This design comes from an exercise in tuning for small area, a short achievable clock period and few clock cycles per item on the open sky130 flow, not from production work. In this exercise RTL edits were held to simulation tests only and were not proved equivalent to the original.

==> design/flow/design.v <==
module sha256_k (
    input  wire [5:0]  t,
    output reg  [31:0] k
);
    always @* begin
        case (t)
            6'd0: k = 32'h428a2f98;
            6'd1: k = 32'h71374491;
            6'd2: k = 32'hb5c0fbcf;
            6'd3: k = 32'he9b5dba5;
            6'd4: k = 32'h3956c25b;
            6'd5: k = 32'h59f111f1;
            6'd6: k = 32'h923f82a4;
            6'd7: k = 32'hab1c5ed5;
            6'd8: k = 32'hd807aa98;
            6'd9: k = 32'h12835b01;
            6'd10: k = 32'h243185be;
            6'd11: k = 32'h550c7dc3;
            6'd12: k = 32'h72be5d74;
            6'd13: k = 32'h80deb1fe;
            6'd14: k = 32'h9bdc06a7;
            6'd15: k = 32'hc19bf174;
            6'd16: k = 32'he49b69c1;
            6'd17: k = 32'hefbe4786;
            6'd18: k = 32'h0fc19dc6;
            6'd19: k = 32'h240ca1cc;
            6'd20: k = 32'h2de92c6f;
            6'd21: k = 32'h4a7484aa;
            6'd22: k = 32'h5cb0a9dc;
            6'd23: k = 32'h76f988da;
            6'd24: k = 32'h983e5152;
            6'd25: k = 32'ha831c66d;
            6'd26: k = 32'hb00327c8;
            6'd27: k = 32'hbf597fc7;
            6'd28: k = 32'hc6e00bf3;
            6'd29: k = 32'hd5a79147;
            6'd30: k = 32'h06ca6351;
            6'd31: k = 32'h14292967;
            6'd32: k = 32'h27b70a85;
            6'd33: k = 32'h2e1b2138;
            6'd34: k = 32'h4d2c6dfc;
            6'd35: k = 32'h53380d13;
            6'd36: k = 32'h650a7354;
            6'd37: k = 32'h766a0abb;
            6'd38: k = 32'h81c2c92e;
            6'd39: k = 32'h92722c85;
            6'd40: k = 32'ha2bfe8a1;
            6'd41: k = 32'ha81a664b;
            6'd42: k = 32'hc24b8b70;
            6'd43: k = 32'hc76c51a3;
            6'd44: k = 32'hd192e819;
            6'd45: k = 32'hd6990624;
            6'd46: k = 32'hf40e3585;
            6'd47: k = 32'h106aa070;
            6'd48: k = 32'h19a4c116;
            6'd49: k = 32'h1e376c08;
            6'd50: k = 32'h2748774c;
            6'd51: k = 32'h34b0bcb5;
            6'd52: k = 32'h391c0cb3;
            6'd53: k = 32'h4ed8aa4a;
            6'd54: k = 32'h5b9cca4f;
            6'd55: k = 32'h682e6ff3;
            6'd56: k = 32'h748f82ee;
            6'd57: k = 32'h78a5636f;
            6'd58: k = 32'h84c87814;
            6'd59: k = 32'h8cc70208;
            6'd60: k = 32'h90befffa;
            6'd61: k = 32'ha4506ceb;
            6'd62: k = 32'hbef9a3f7;
            6'd63: k = 32'hc67178f2;
        endcase
    end
endmodule
module kh64_hash (
    input  wire         clk,
    input  wire         rst,
    input  wire         in_valid,
    output wire         in_ready,
    input  wire [127:0] in_key,
    output reg          out_valid,
    output reg  [63:0]  out_kh
);
    localparam [1:0] S_IDLE = 2'd0,
                     S_RUN  = 2'd1,
                     S_FIN  = 2'd2;
    localparam [31:0] IV0 = 32'h6a09e667, IV1 = 32'hbb67ae85,
                      IV2 = 32'h3c6ef372, IV3 = 32'ha54ff53a,
                      IV4 = 32'h510e527f, IV5 = 32'h9b05688c,
                      IV6 = 32'h1f83d9ab, IV7 = 32'h5be0cd19;
    reg  [1:0]  state;
    reg  [5:0]  t;
    reg  [31:0] a, b, c, d, e, f, g, h;
    reg  [31:0] w [0:15];    
    assign in_ready = (state == S_IDLE);
    wire accept = in_valid && in_ready;
    wire [511:0] block = {in_key[7:0],     in_key[15:8],   in_key[23:16],  in_key[31:24],
                          in_key[39:32],   in_key[47:40],  in_key[55:48],  in_key[63:56],
                          in_key[71:64],   in_key[79:72],  in_key[87:80],  in_key[95:88],
                          in_key[103:96],  in_key[111:104], in_key[119:112], in_key[127:120],
                          32'h80000000, 320'd0, 32'h00000080};
    wire [31:0] k_t;
    sha256_k u_k (.t(t), .k(k_t));
    wire [31:0] bsig1 = {e[5:0], e[31:6]} ^ {e[10:0], e[31:11]} ^ {e[24:0], e[31:25]};
    wire [31:0] bsig0 = {a[1:0], a[31:2]} ^ {a[12:0], a[31:13]} ^ {a[21:0], a[31:22]};
    wire [31:0] ch    = (e & f) ^ (~e & g);
    wire [31:0] maj   = (a & b) ^ (a & c) ^ (b & c);
    wire [31:0] t1    = h + bsig1 + ch + k_t + w[0];
    wire [31:0] t2    = bsig0 + maj;
    wire [31:0] w1 = w[1];
    wire [31:0] w14 = w[14];
    wire [31:0] ssig0 = {w1[6:0], w1[31:7]} ^ {w1[17:0], w1[31:18]} ^ {3'b000, w1[31:3]};
    wire [31:0] ssig1 = {w14[16:0], w14[31:17]} ^ {w14[18:0], w14[31:19]} ^ {10'd0, w14[31:10]};
    wire [31:0] w_new = ssig1 + w[9] + ssig0 + w[0];
    wire [31:0] h0 = IV0 + a;
    wire [31:0] h1 = IV1 + b;
    integer i;
    always @(posedge clk) begin
        if (rst) begin
            state     <= S_IDLE;
            out_valid <= 1'b0;
        end else begin
            out_valid <= 1'b0;
            case (state)
                S_IDLE: if (accept) begin
                    a <= IV0; b <= IV1; c <= IV2; d <= IV3;
                    e <= IV4; f <= IV5; g <= IV6; h <= IV7;
                    for (i = 0; i < 16; i = i + 1)
                        w[i] <= block[511 - 32*i -: 32];
                    t     <= 6'd0;
                    state <= S_RUN;
                end
                S_RUN: begin
                    h <= g;
                    g <= f;
                    f <= e;
                    e <= d + t1;
                    d <= c;
                    c <= b;
                    b <= a;
                    a <= t1 + t2;
                    for (i = 0; i < 15; i = i + 1)
                        w[i] <= w[i+1];
                    w[15] <= w_new;
                    t <= t + 6'd1;
                    if (t == 6'd63) state <= S_FIN;
                end
                default: begin
                    out_valid <= 1'b1;
                    out_kh    <= {h1[7:0], h1[15:8], h1[23:16], h1[31:24],
                                  h0[7:0], h0[15:8], h0[23:16], h0[31:24]};
                    state <= S_IDLE;
                end
            endcase
        end
    end
endmodule
==> design/flow/run.sh <==
#!/bin/bash
# synth_recipe.tcl (not shown) runs the flow's synth.tcl, then flattens the netlist and writes it again
# the make line also repeats each setting of config.mk as NAME=value (left out here)
make -C /OpenROAD-flow-scripts/flow DESIGN_CONFIG=/design/flow/config.mk WORK_HOME=/design/flow/orfs CLKGATE_MAP_FILE= SYNTH_SCRIPT=/design/flow/synth_recipe.tcl finish
==> design/flow/config.mk <==
export PLATFORM = sky130hd
export DESIGN_NAME = kh64_hash
export DESIGN_NICKNAME = kh64_hash
export VERILOG_FILES = /design/flow/design.v
export SDC_FILE = /design/flow/constraint.sdc
export NUM_CORES = 4
export LEC_CHECK = 0
export CAP_MARGIN = 20
export CORE_MARGIN = 2
export CORE_UTILIZATION = 40
export SLEW_MARGIN = 20
==> design/flow/constraint.sdc <==
create_clock -name core_clock -period 9.0 [get_ports {clk}]
set_input_delay 1.8000 -clock core_clock [delete_from_list [all_inputs] [get_ports {clk}]]
set_output_delay 1.8000 -clock core_clock [all_outputs]
set_load 0.01 [all_outputs]
==> results.sh <==
export IMPL_r2r_slack_ns=0.85
export IMPL_path_common_cell="fa_1"
export IMPL_synth_top_area_frac=0.508
export IMPL_clkTransAtPathRegs_ns=0.06
export IMPL_wl_um=137000
export IMPL_design_core_area_mm2=0.123
export IMPL_reg_largest_list="w: 512 flops, out_kh: 64 flops"
export IMPL_vias=32181
export IMPL_layout_area_overhead_vs_synth_pct=13.2
export IMPL_drtIter0Drc=2858
export IMPL_synthesis_area_per_instance_um2=11.3
export IMPL_dieArea_mm2=0.127
export IMPL_overflow=0
export IMPL_synthArstFlopShare=0
export IMPL_worstPathArrival_ns=8.56
export IMPL_final_nets=4934
export IMPL_antenna_found_initial=6
export IMPL_clk_latency_ns=0.70
export IMPL_cp_max_fo=8
export IMPL_fill_cells=11411
export IMPL_skew_ns=0.0422
export IMPL_syn_inst=4373
export IMPL_period_minus_slack_ns=8.15
export IMPL_critPathMaxStageDelay_ns=0.53
export IMPL_wl_per_cell_um=22.2
export IMPL_drive_above_1_share=0.0553
export IMPL_synth_ff_type="edfxtp_1"
export IMPL_reg2reg_depth=27
export IMPL_fmax_mhz=123
export IMPL_post_cts_setup_buffer_count=0
export IMPL_fin_crit_sh=0.906
export IMPL_post_route_util=0.455
export IMPL_setup_viol=0
export IMPL_port_buffers=196
export IMPL_fp_row_count=129
export IMPL_drc=0
export IMPL_dr_pass1_iters=6
export IMPL_wl_met3_um=8820
export IMPL_drv_cap=0
export IMPL_path_buf_inv=3
export IMPL_synth_seq_cells=873
export IMPL_clock_sinks=873
export IMPL_rsz0062_at_grt="no"
export IMPL_yosysMostFrequentCell="edfxtp_1"
export IMPL_start_util=0.402
export IMPL_grt_max_degree=238
export IMPL_synth_common_cells="838 x edfxtp_1, 566 x nand2_1, 450 x and2_1, 297 x inv_1, 290 x xnor2_1"
export IMPL_h_tree_depth=3
export IMPL_whs_path_depth=1
export IMPL_root_buffer="clkbuf_16"
export IMPL_die_w_um=356
export IMPL_yosysWarningCount=3
export IMPL_slew_headroom=0.309
export IMPL_dp_hpwl_um=97700
export IMPL_worst_pin_slew_ns=1.04
export IMPL_required_ns=9.41
export IMPL_cp_end_kind="register"
export IMPL_worstHoldPathType="register to register"
export IMPL_r2r_end="a[29]"
export IMPL_ys_seq_area_frac=0.522
export IMPL_crit_reg2reg_launch="e[27]"
export IMPL_synthTopCellsByArea="edfxtp_1 51%, fa_1 7.6%, and2_1 5.7%"
export IMPL_synth_edf_count=838
export IMPL_status="no timing/DRC/antenna violations"
export IMPL_cts_tree="built"
export IMPL_setup_tns_ns=0
export IMPL_cts_made_buffers=97
export IMPL_top_register="w"
export IMPL_syn_nets=4834
export IMPL_hold_viol_final=0
export IMPL_top_layer="met5"
export IMPL_yosysTopAreaCell="edfxtp_1"
export IMPL_clockBufferDepth=3
export IMPL_drv_slew=0
export IMPL_grt_pass1_vias=31466
export IMPL_place_congestion=0.922
export IMPL_viasPerCell=5.20
export IMPL_io_pins=197
export IMPL_grt_pass1_wl_um=204000
export IMPL_postCtsHoldBufs=0
export IMPL_cts_resized=0
export IMPL_criticalPathCategory="register to register"
export IMPL_grt_usage=0.216
export IMPL_synth_cell_area_mm2=0.0495
export IMPL_synth_cell_type_count=92
export IMPL_crit_family="compound AO/OA/AOI/OAI gates"
export IMPL_hold_start="w[10][21]"
export IMPL_wl_met1_um=62300
export IMPL_critPathLaunchType="register"
export IMPL_min_to="w[9][21]"
export IMPL_drtAntennaViolNets=0
export IMPL_slowest_stage="edfxtp_1"
export IMPL_die_h_um=356
export IMPL_largest_reg_flops=512
export IMPL_wl_met2_um=62800
[cell families after synthesis]
kind of cell / count (synthesis) / synth area share
XOR/XNOR: 409 / 0.0726
AO/OA/AOI/OAI: 648 / 0.0858
AND/OR/NAND/NOR: 1516 / 0.153
buffers and inverters: 535 / 0.0413
adder cells (fa/ha/maj): 348 / 0.115
multiplexers: 44 / 0.00996
flip-flops: 873 / 0.522
[per-layer routing]
layer | vias to the layer above | GRT usage
li1 | 15151 | -
met1 | 15807 | 0.311
met2 | 1024 | 0.339
met3 | 197 | 0.0328
met4 | 2 | 0.0571
met5 | - | 0
[through the flow]
| stage | instance area (um2) | hold slack, ns | cells | setup slack [ns] |
|---|---|---|---|---|
| after floorplan | 49500 | 0.477 | 4373 | 0.889 |
| after global placement | 53000 | 0.487 | 6010 | 1.02 |
| after detailed placement | 53000 | 0.494 | 6010 | 0.846 |
| after CTS | 56000 | 0.492 | 6190 | 0.812 |
| after global routing | 56100 | 0.516 | 6191 | 0.325 |
| final | 56100 | 0.493 | 6192 | 0.848 |
[final cells by class]
class                   instances  area, um2  share of cell area
diodes                          1       2.50           0.0000446
clock buffers                 118       2550              0.0455
clock inverters                62        477             0.00850
inverters                     300       1150              0.0206
multi-input cells            2965      21700               0.386
flip-flops and latches        873      25900               0.461
well taps                    1637       2050              0.0365
repair buffers                236       2320              0.0414
[worst max-delay path by stage]
| stage | start | to | slack, ns | cells after the start |
|---|---|---|---|---|
| 4_1_cts | e[27] | a[29] | 0.81 | 27 |
| 3_5_place_dp | e[27] | a[29] | 0.85 | 27 |
| 6_report | e[27] | a[29] | 0.85 | 27 |
| 2_1_floorplan | rst | k_t[27] | 0.89 | 12 |
| 5_1_grt | e[27] | a[31] | 0.32 | 26 |
| 3_3_place_gp | e[27] | a[29] | 1.02 | 28 |
[placed cells by master, fill, tap and decap left out, drive strengths merged, types with 14 or more instances in the layout]
cell / n
a211oi: 29
a21o: 72
a21oi: 186
a31oi: 20
and2: 452
and3: 14
buf: 40
clkbuf: 118
clkdlybuf4s50: 196
clkinv: 53
dfxtp: 35
edfxtp: 838
fa: 187
ha: 143
inv: 304
maj3: 18
mux2: 29
mux2i: 14
nand2: 566
nand2b: 135
nand3: 39
nor2: 189
nor2b: 14
nor3: 39
o21a: 18
o21ai: 144
o21bai: 16
o311ai: 15
or3: 15
xnor2: 290
xor2: 118
Testbench counts, summed over its fixed seeds: cycles 135,176, items 2,048.

## re-timing with driven ports
No port has a modelled driver above. Below, the same layout with a new extraction and two added sets of constraints.
Step 1 assumes that a clkbuf_16 drives the clock port and a buf_2 every other input.
Step 2 also shifts input and output timing later by t, the mid clock arrival at the registers, as if the neighbouring blocks saw the same clock.
Three values: ideal ports, drivers, drivers and shift; two values: the first two.
shift t [ns]: 0.759
setup slack, ns: 0.848 / 0.848 / 0.848
pins driven straight from the clock port: 1
After both steps setup and hold are still met in this run. For this run, drivers alone change the setup slack by 0.000 ns; drivers and shift together by 0.000 ns.
